From an optimization exercise on the open Yosys and OpenROAD flow, aimed at small area and a short achievable clock period; shortcuts taken in it are not production practice. Function was checked by simulation only, so behaviour that the tests miss may differ from the original. Power is estimated from default activity; no workload was simulated.

==> run a: inputs <==
==> flow/design.v <==
module rs108_beat_syn (
    input  wire [39:0] cw,
    input  wire [9:0]  msel,
    output wire [3:0]  s1,
    output wire [9:0]  hit
);
    wire [3:0] s2;
    wire t40 = cw[22] ^ cw[25];
    wire t41 = cw[21] ^ cw[24];
    wire t42 = cw[28] ^ t40;
    wire t43 = cw[19] ^ cw[39];
    wire t44 = cw[13] ^ cw[37];
    wire t45 = cw[23] ^ cw[26];
    wire t46 = cw[10] ^ t43;
    wire t47 = cw[18] ^ cw[38];
    wire t48 = cw[11] ^ cw[17];
    wire t49 = cw[14] ^ cw[20];
    wire t50 = cw[15] ^ t41;
    wire t51 = cw[7] ^ cw[31];
    wire t52 = cw[8] ^ cw[35];
    wire t53 = t46 ^ t51;
    wire t54 = cw[29] ^ t45;
    wire t55 = cw[9] ^ t47;
    wire t56 = cw[36] ^ t42;
    wire t57 = cw[16] ^ t49;
    wire t58 = cw[34] ^ t48;
    wire t59 = cw[32] ^ t52;
    wire t60 = cw[27] ^ cw[30];
    wire t61 = cw[3] ^ cw[12];
    wire t62 = cw[33] ^ cw[35];
    wire t63 = cw[0] ^ t44;
    wire t64 = t50 ^ t61;
    wire t65 = cw[1] ^ t44;
    wire t66 = cw[6] ^ t55;
    wire t67 = t60 ^ t62;
    wire t68 = cw[5] ^ t58;
    wire t69 = t42 ^ t63;
    wire t70 = cw[4] ^ t57;
    wire t71 = t53 ^ t70;
    wire t72 = t50 ^ t59;
    wire t73 = t54 ^ t69;
    wire t74 = t56 ^ t67;
    wire t75 = cw[19] ^ cw[30];
    wire t76 = cw[12] ^ t41;
    wire t77 = cw[6] ^ cw[27];
    wire t78 = cw[33] ^ t40;
    wire t79 = cw[31] ^ cw[37];
    wire t80 = cw[7] ^ cw[20];
    wire t81 = t75 ^ t80;
    wire t82 = cw[2] ^ cw[23];
    wire t83 = cw[22] ^ t48;
    wire t84 = cw[11] ^ cw[24];
    wire t85 = cw[2] ^ t47;
    wire t86 = cw[18] ^ t84;
    wire t87 = cw[39] ^ t49;
    wire t88 = cw[13] ^ t45;
    wire t89 = cw[32] ^ cw[34];
    wire t90 = cw[16] ^ t89;
    wire t91 = t54 ^ t79;
    wire t92 = t55 ^ t76;
    wire t93 = t58 ^ t65;
    wire t94 = t85 ^ t87;
    wire t95 = t65 ^ t81;
    wire t96 = t78 ^ t82;
    wire t97 = t52 ^ t77;
    wire t98 = t57 ^ t86;
    wire t99 = t46 ^ t56;
    wire t100 = t72 ^ t91;
    wire t101 = t43 ^ t64;
    wire t102 = cw[38] ^ t93;
    wire t103 = t64 ^ t68;
    wire t104 = t72 ^ t95;
    wire t105 = t73 ^ t90;
    wire t106 = t71 ^ t96;
    wire t107 = t74 ^ t102;
    wire t108 = t66 ^ t83;
    wire t109 = t68 ^ t94;
    wire t110 = t73 ^ t98;
    wire t111 = t66 ^ t101;
    wire t112 = t104 ^ t108;
    wire t113 = t88 ^ t103;
    wire t114 = t53 ^ t105;
    wire t115 = t74 ^ t111;
    wire t116 = t100 ^ t109;
    wire t117 = t99 ^ t113;
    wire t118 = t71 ^ t107;
    wire t119 = t97 ^ t110;
    wire t120 = t92 ^ t106;
    assign s1[0] = t114;
    assign s1[1] = t118;
    assign s1[2] = t116;
    assign s1[3] = t115;
    assign s2[0] = t119;
    assign s2[1] = t112;
    assign s2[2] = t120;
    assign s2[3] = t117;
    wire [9:0] eq;
    assign eq[0] = ~((s2[0] ^ s1[0]) | (s2[1] ^ s1[1]) | (s2[2] ^ s1[2]) | (s2[3] ^ s1[3]));
    assign eq[1] = ~((s2[0] ^ s1[3]) | (s2[1] ^ s1[0] ^ s1[3]) | (s2[2] ^ s1[1]) | (s2[3] ^ s1[2]));
    assign eq[2] = ~((s2[0] ^ s1[2]) | (s2[1] ^ s1[2] ^ s1[3]) | (s2[2] ^ s1[0] ^ s1[3]) | (s2[3] ^ s1[1]));
    assign eq[3] = ~((s2[0] ^ s1[1]) | (s2[1] ^ s1[1] ^ s1[2]) | (s2[2] ^ s1[2] ^ s1[3]) | (s2[3] ^ s1[0] ^ s1[3]));
    assign eq[4] = ~((s2[0] ^ s1[0] ^ s1[3]) | (s2[1] ^ s1[0] ^ s1[1] ^ s1[3]) | (s2[2] ^ s1[1] ^ s1[2]) | (s2[3] ^ s1[2] ^ s1[3]));
    assign eq[5] = ~((s2[0] ^ s1[2] ^ s1[3]) | (s2[1] ^ s1[0] ^ s1[2]) | (s2[2] ^ s1[0] ^ s1[1] ^ s1[3]) | (s2[3] ^ s1[1] ^ s1[2]));
    assign eq[6] = ~((s2[0] ^ s1[1] ^ s1[2]) | (s2[1] ^ s1[1] ^ s1[3]) | (s2[2] ^ s1[0] ^ s1[2]) | (s2[3] ^ s1[0] ^ s1[1] ^ s1[3]));
    assign eq[7] = ~((s2[0] ^ s1[0] ^ s1[1] ^ s1[3]) | (s2[1] ^ s1[0] ^ s1[2] ^ s1[3]) | (s2[2] ^ s1[1] ^ s1[3]) | (s2[3] ^ s1[0] ^ s1[2]));
    assign eq[8] = ~((s2[0] ^ s1[0] ^ s1[2]) | (s2[1] ^ s1[1] ^ s1[2] ^ s1[3]) | (s2[2] ^ s1[0] ^ s1[2] ^ s1[3]) | (s2[3] ^ s1[1] ^ s1[3]));
    assign eq[9] = ~((s2[0] ^ s1[1] ^ s1[3]) | (s2[1] ^ s1[0] ^ s1[1] ^ s1[2] ^ s1[3]) | (s2[2] ^ s1[1] ^ s1[2] ^ s1[3]) | (s2[3] ^ s1[0] ^ s1[2] ^ s1[3]));
    assign hit = eq & msel;
endmodule
module rs108_beat_dec (
    input  wire [31:0] raw,
    input  wire [3:0]  s1,
    input  wire [9:0]  hit,
    output wire [31:0] data,
    output wire        bad,
    output wire [3:0]  loc
);
    assign loc[0] = hit[1] | hit[3] | hit[5] | hit[7] | hit[9];
    assign loc[1] = hit[2] | hit[3] | hit[6] | hit[7];
    assign loc[2] = hit[4] | hit[5] | hit[6] | hit[7];
    assign loc[3] = hit[8] | hit[9];
    assign bad = ~|hit;
    assign data[0] = raw[0] ^ (hit[0] & (s1[0]));
    assign data[1] = raw[1] ^ (hit[0] & (s1[1]));
    assign data[2] = raw[2] ^ (hit[0] & (s1[2]));
    assign data[3] = raw[3] ^ (hit[0] & (s1[3]));
    assign data[4] = raw[4] ^ (hit[1] & (s1[0] ^ s1[1]));
    assign data[5] = raw[5] ^ (hit[1] & (s1[2]));
    assign data[6] = raw[6] ^ (hit[1] & (s1[3]));
    assign data[7] = raw[7] ^ (hit[1] & (s1[0]));
    assign data[8] = raw[8] ^ (hit[2] & (s1[0] ^ s1[1] ^ s1[2]));
    assign data[9] = raw[9] ^ (hit[2] & (s1[3]));
    assign data[10] = raw[10] ^ (hit[2] & (s1[0]));
    assign data[11] = raw[11] ^ (hit[2] & (s1[0] ^ s1[1]));
    assign data[12] = raw[12] ^ (hit[3] & (s1[0] ^ s1[1] ^ s1[2] ^ s1[3]));
    assign data[13] = raw[13] ^ (hit[3] & (s1[0]));
    assign data[14] = raw[14] ^ (hit[3] & (s1[0] ^ s1[1]));
    assign data[15] = raw[15] ^ (hit[3] & (s1[0] ^ s1[1] ^ s1[2]));
    assign data[16] = raw[16] ^ (hit[4] & (s1[1] ^ s1[2] ^ s1[3]));
    assign data[17] = raw[17] ^ (hit[4] & (s1[0] ^ s1[1]));
    assign data[18] = raw[18] ^ (hit[4] & (s1[0] ^ s1[1] ^ s1[2]));
    assign data[19] = raw[19] ^ (hit[4] & (s1[0] ^ s1[1] ^ s1[2] ^ s1[3]));
    assign data[20] = raw[20] ^ (hit[5] & (s1[0] ^ s1[2] ^ s1[3]));
    assign data[21] = raw[21] ^ (hit[5] & (s1[0] ^ s1[1] ^ s1[2]));
    assign data[22] = raw[22] ^ (hit[5] & (s1[0] ^ s1[1] ^ s1[2] ^ s1[3]));
    assign data[23] = raw[23] ^ (hit[5] & (s1[1] ^ s1[2] ^ s1[3]));
    assign data[24] = raw[24] ^ (hit[6] & (s1[1] ^ s1[3]));
    assign data[25] = raw[25] ^ (hit[6] & (s1[0] ^ s1[1] ^ s1[2] ^ s1[3]));
    assign data[26] = raw[26] ^ (hit[6] & (s1[1] ^ s1[2] ^ s1[3]));
    assign data[27] = raw[27] ^ (hit[6] & (s1[0] ^ s1[2] ^ s1[3]));
    assign data[28] = raw[28] ^ (hit[7] & (s1[0] ^ s1[2]));
    assign data[29] = raw[29] ^ (hit[7] & (s1[1] ^ s1[2] ^ s1[3]));
    assign data[30] = raw[30] ^ (hit[7] & (s1[0] ^ s1[2] ^ s1[3]));
    assign data[31] = raw[31] ^ (hit[7] & (s1[1] ^ s1[3]));
endmodule
module rs108_line_dec (
    input  wire         clk,
    input  wire         rst,
    input  wire         in_valid,
    input  wire [319:0] in_data,
    input  wire         in_mark_en,
    input  wire [3:0]   in_mark_dev,
    input  wire         in_retry_en,
    input  wire         in_reread,
    output reg          out_valid,
    output reg          out_last,
    output reg  [255:0] out_data,
    output reg  [2:0]   out_kind,
    output reg  [3:0]   out_dev,
    output reg  [3:0]   out_beat
);
    reg       second_q;
    reg       mark_en_q;
    reg [3:0] mark_dev_q;
    reg       retry_en_q;
    reg       reread_q;
    reg [255:0] raw_q;
    reg [31:0]  s1_q;
    reg [79:0]  hit_q;
    reg [7:0]   nz_q;
    wire       mark_en  = second_q ? mark_en_q  : in_mark_en;
    wire [3:0] mark_dev = second_q ? mark_dev_q : in_mark_dev;
    wire [9:0] msel;
    genvar g;
    generate
        for (g = 0; g < 10; g = g + 1) begin : sel
            assign msel[g] = ~mark_en | (mark_dev == g);
        end
    endgenerate
    reg       wbad_q;
    reg [2:0] wbadb_q;
    reg       wnz_q;
    reg [2:0] wnzb_q;
    reg [3:0] wloc_q;
    wire [31:0] s1;
    wire [79:0] hit;
    wire [7:0]  nz_in;
    generate
        for (g = 0; g < 8; g = g + 1) begin : sy
            rs108_beat_syn u_syn (
                .cw   (in_data[40*g +: 40]),
                .msel (msel),
                .s1   (s1[4*g +: 4]),
                .hit  (hit[10*g +: 10])
            );
            assign nz_in[g] = |s1[4*g +: 4];
        end
    endgenerate
    always @(posedge clk) begin
        if (rst) begin
            second_q  <= 1'b0;
            out_valid <= 1'b0;
        end else begin
            out_valid <= in_valid;
            if (in_valid)
                second_q <= ~second_q;
        end
        if (in_valid && !second_q) begin
            mark_en_q  <= in_mark_en;
            mark_dev_q <= in_mark_dev;
            retry_en_q <= in_retry_en;
            reread_q   <= in_reread;
        end
        out_last <= second_q;
        s1_q     <= s1;
        hit_q    <= hit;
        nz_q     <= nz_in;
    end
    generate
        for (g = 0; g < 8; g = g + 1) begin : rw
            always @(posedge clk) raw_q[32*g +: 32] <= in_data[40*g +: 32];
        end
    endgenerate
    wire [255:0] dec_data;
    wire [7:0]   bad;
    wire [7:0]   nz = nz_q;
    wire [31:0]  loc;
    generate
        for (g = 0; g < 8; g = g + 1) begin : beat
            rs108_beat_dec u_dec (
                .raw  (raw_q[32*g +: 32]),
                .s1   (s1_q[4*g +: 4]),
                .hit  (hit_q[10*g +: 10]),
                .data (dec_data[32*g +: 32]),
                .bad  (bad[g]),
                .loc  (loc[4*g +: 4])
            );
        end
    endgenerate
    reg [3:0] floc;
    reg       seen;
    integer k;
    always @* begin
        floc = 4'd0;
        seen = 1'b0;
        for (k = 0; k < 8; k = k + 1) begin
            if (nz[k] && !seen) floc = floc | loc[4*k +: 4];
            seen = seen | nz[k];
        end
    end
    function [2:0] first;
        input [7:0] v;
        integer n;
        begin
            first = 3'd0;
            for (n = 7; n >= 0; n = n - 1)
                if (v[n]) first = n;
        end
    endfunction
    always @(posedge clk) begin
        if (out_valid && !out_last) begin
            wbad_q  <= |bad;
            wbadb_q <= first(bad);
            wnz_q   <= |nz;
            wnzb_q  <= first(nz);
            wloc_q  <= floc;
        end
    end
    wire hbad = |bad;
    wire hnz  = |nz;
    wire lbad = wbad_q | hbad;
    always @* begin
        out_data = dec_data;
        if (mark_en_q) begin
            if (lbad)
                out_kind = (retry_en_q && !reread_q) ? 3'd4 : 3'd5;
            else
                out_kind = reread_q ? 3'd3 : 3'd2;
            out_dev = mark_dev_q;
        end else begin
            if (lbad)
                out_kind = 3'd5;
            else if (wnz_q || hnz)
                out_kind = 3'd1;
            else
                out_kind = 3'd0;
            if (lbad)
                out_dev = 4'hf;
            else if (wnz_q)
                out_dev = wloc_q;
            else if (hnz)
                out_dev = floc;
            else
                out_dev = 4'hf;
        end
        if (wbad_q)
            out_beat = {1'b0, wbadb_q};
        else if (hbad)
            out_beat = {1'b1, first(bad)};
        else if (mark_en_q)
            out_beat = 4'd0;
        else if (wnz_q)
            out_beat = {1'b0, wnzb_q};
        else if (hnz)
            out_beat = {1'b1, first(nz)};
        else
            out_beat = 4'd0;
    end
endmodule
==> flow/flow/run.sh <==
#!/bin/bash
set -euo pipefail
bash standard.sh "BUFFER_PORTS_ARGS=-buffer_cell sky130_fd_sc_hd__buf_1" \
  "SETUP_SLACK_MARGIN=10.4" finish > make.log 2>&1
==> flow/standard.sh <==
#!/bin/bash
# synth_recipe.tcl (not shown) runs the flow's synth.tcl, then flattens the netlist and writes it again
# the make line also repeats each setting of config.mk as NAME=value (left out here)
make -C /OpenROAD-flow-scripts/flow DESIGN_CONFIG=/design/flow/config.mk WORK_HOME=/design/flow/orfs CLKGATE_MAP_FILE= SYNTH_SCRIPT=/design/flow/synth_recipe.tcl "${@:-finish}"
==> flow/config.mk <==
export PLATFORM = sky130hd
export DESIGN_NAME = rs108_line_dec
export DESIGN_NICKNAME = rs108_line_dec
export VERILOG_FILES = /design/flow/design.v
export SDC_FILE = /design/flow/constraint.sdc
export NUM_CORES = 4
export LEC_CHECK = 0
export CAP_MARGIN = 20
export CORE_MARGIN = 2
export CORE_UTILIZATION = 70
export SLEW_MARGIN = 20
==> flow/constraint.sdc <==
create_clock -name core_clock -period 16.5 [get_ports {clk}]
set_input_delay 3.3000 -clock core_clock [delete_from_list [all_inputs] [get_ports {clk}]]
set_output_delay 3.3000 -clock core_clock [all_outputs]
set_load 0.01 [all_outputs]
==> run b (differences from run a) <==
==> flow/flow/run.sh (replaced) <==
#!/bin/bash
set -euo pipefail
bash standard.sh "BUFFER_PORTS_ARGS=-buffer_cell sky130_fd_sc_hd__buf_1" \
  "SETUP_SLACK_MARGIN=10.5" finish > make.log 2>&1
--- a/flow/config.mk
+++ b/flow/config.mk
@@ -10,2 +10,3 @@
 export CORE_UTILIZATION = 70
+export CTS_BUF_LIST = sky130_fd_sc_hd__clkbuf_8
 export SLEW_MARGIN = 20
==> run c (differences from run a) <==
==> flow/flow/run.sh (replaced) <==
#!/bin/bash
set -euo pipefail
bash standard.sh "BUFFER_PORTS_ARGS=-buffer_cell sky130_fd_sc_hd__buf_1" \
  "SETUP_SLACK_MARGIN=10.5" finish > make.log 2>&1
--- a/flow/config.mk
+++ b/flow/config.mk
@@ -9,3 +9,3 @@
 export CORE_MARGIN = 2
-export CORE_UTILIZATION = 70
+export CORE_UTILIZATION = 60
 export SLEW_MARGIN = 20
==> comparison <==
- Total power, highest first: run c, run a, run b.
- Against run c, the clock power of run b is lower by 8.3%.
- The highest final area belongs to run c, the lowest to run a.
- Against run b, the clock skew of run a is lower by 0.0085 ns.
- Via count: run c < run a < run b.
- Core utilization: run b > run a > run c.
- Of run a and run c, run c has the higher clock-buffer cell count (gap 6).
- The lowest register-to-register slack belongs to run a, the highest to run c.
==> figures <==
Status: run c timing/DRC/antenna clean; run b timing/DRC/antenna clean; run a timing/DRC/antenna clean
Sequential group share of total power: run c 18.4%; run b 18.7%; run a 18.3%
Sum of routed wire length over all layers: run c 72100 um; run b 74400 um; run a 74200 um
Measured slew at the worst slew-check pin: run c 1.08 ns; run b 1.18 ns; run a 1.16 ns
GPL Wtd Cong: run c 0.935; run b 0.963; run a 0.963
# fillers: run c 3150; run b 1989; run a 2036
Switching component of the power: run c 3.49 mW; run b 3.55 mW; run a 3.51 mW
Via count of the first global-routing pass: run c 19192; run b 20765; run a 20719
Met3 Routed Length: run c 4820 um; run b 5950 um; run a 5850 um
Insertion delay of the later-clocked pin in the worst-skew pair: run c 0.58 ns; run b 0.64 ns; run a 0.58 ns
Final period demand of the worst path: run c 6.08 ns; run b 6.04 ns; run a 6.17 ns
Power density of the placed cells: run c 243 nW/um^2; run b 243 nW/um^2; run a 247 nW/um^2
Instance count after placement with tap cells included: run c 3558; run b 3481; run a 3481
Share of total power consumed by net switching: run c 48.1%; run b 49.6%; run a 48.7%
Non-clock buffer instance count of the final layout: run c 637; run b 626; run a 615
Met1 layer usage reported by global route: run c 40.7%; run b 46.0%; run a 45.7%
Crit path depth: run c 11; run b 9; run a 7
Crit Reg-Reg Endpoint: run c hit_q[2]; run b hit_q[2]; run a hit_q[12]

[re-timing with driven ports]
The flow's constraints put no driver on any port. The routed layouts listed below were extracted and timed again, unchanged, in two steps. Step 1, drivers: a clkbuf_16 drives clk and a buf_2 each remaining input, both assumed. Step 2, shift: input delay + t, output delay - t, t = (earliest + latest rising clock arrival at the registers) / 2. This alone moves slack from input paths to output paths. Three values: ideal ports, drivers, drivers and shift; two values: the first two.
run | t, ns | setup WS [ns] | slew at the worst register clock pin (ns) | pins driven straight from the clock port
run a | 0.625 | 10.326 / 10.268 / 9.884 | 0.06 / 0.06 | 1
run b | 0.678 | 10.456 / 10.413 / 9.811 | 0.07 / 0.07 | 1
run c | 0.625 | 10.421 / 10.362 / 10.020 | 0.06 / 0.06 | 1
After both steps setup and hold are still met in every run listed. The setup slack of run b, which loses most, moves by -0.043 ns with the drivers and by -0.645 ns with both steps.
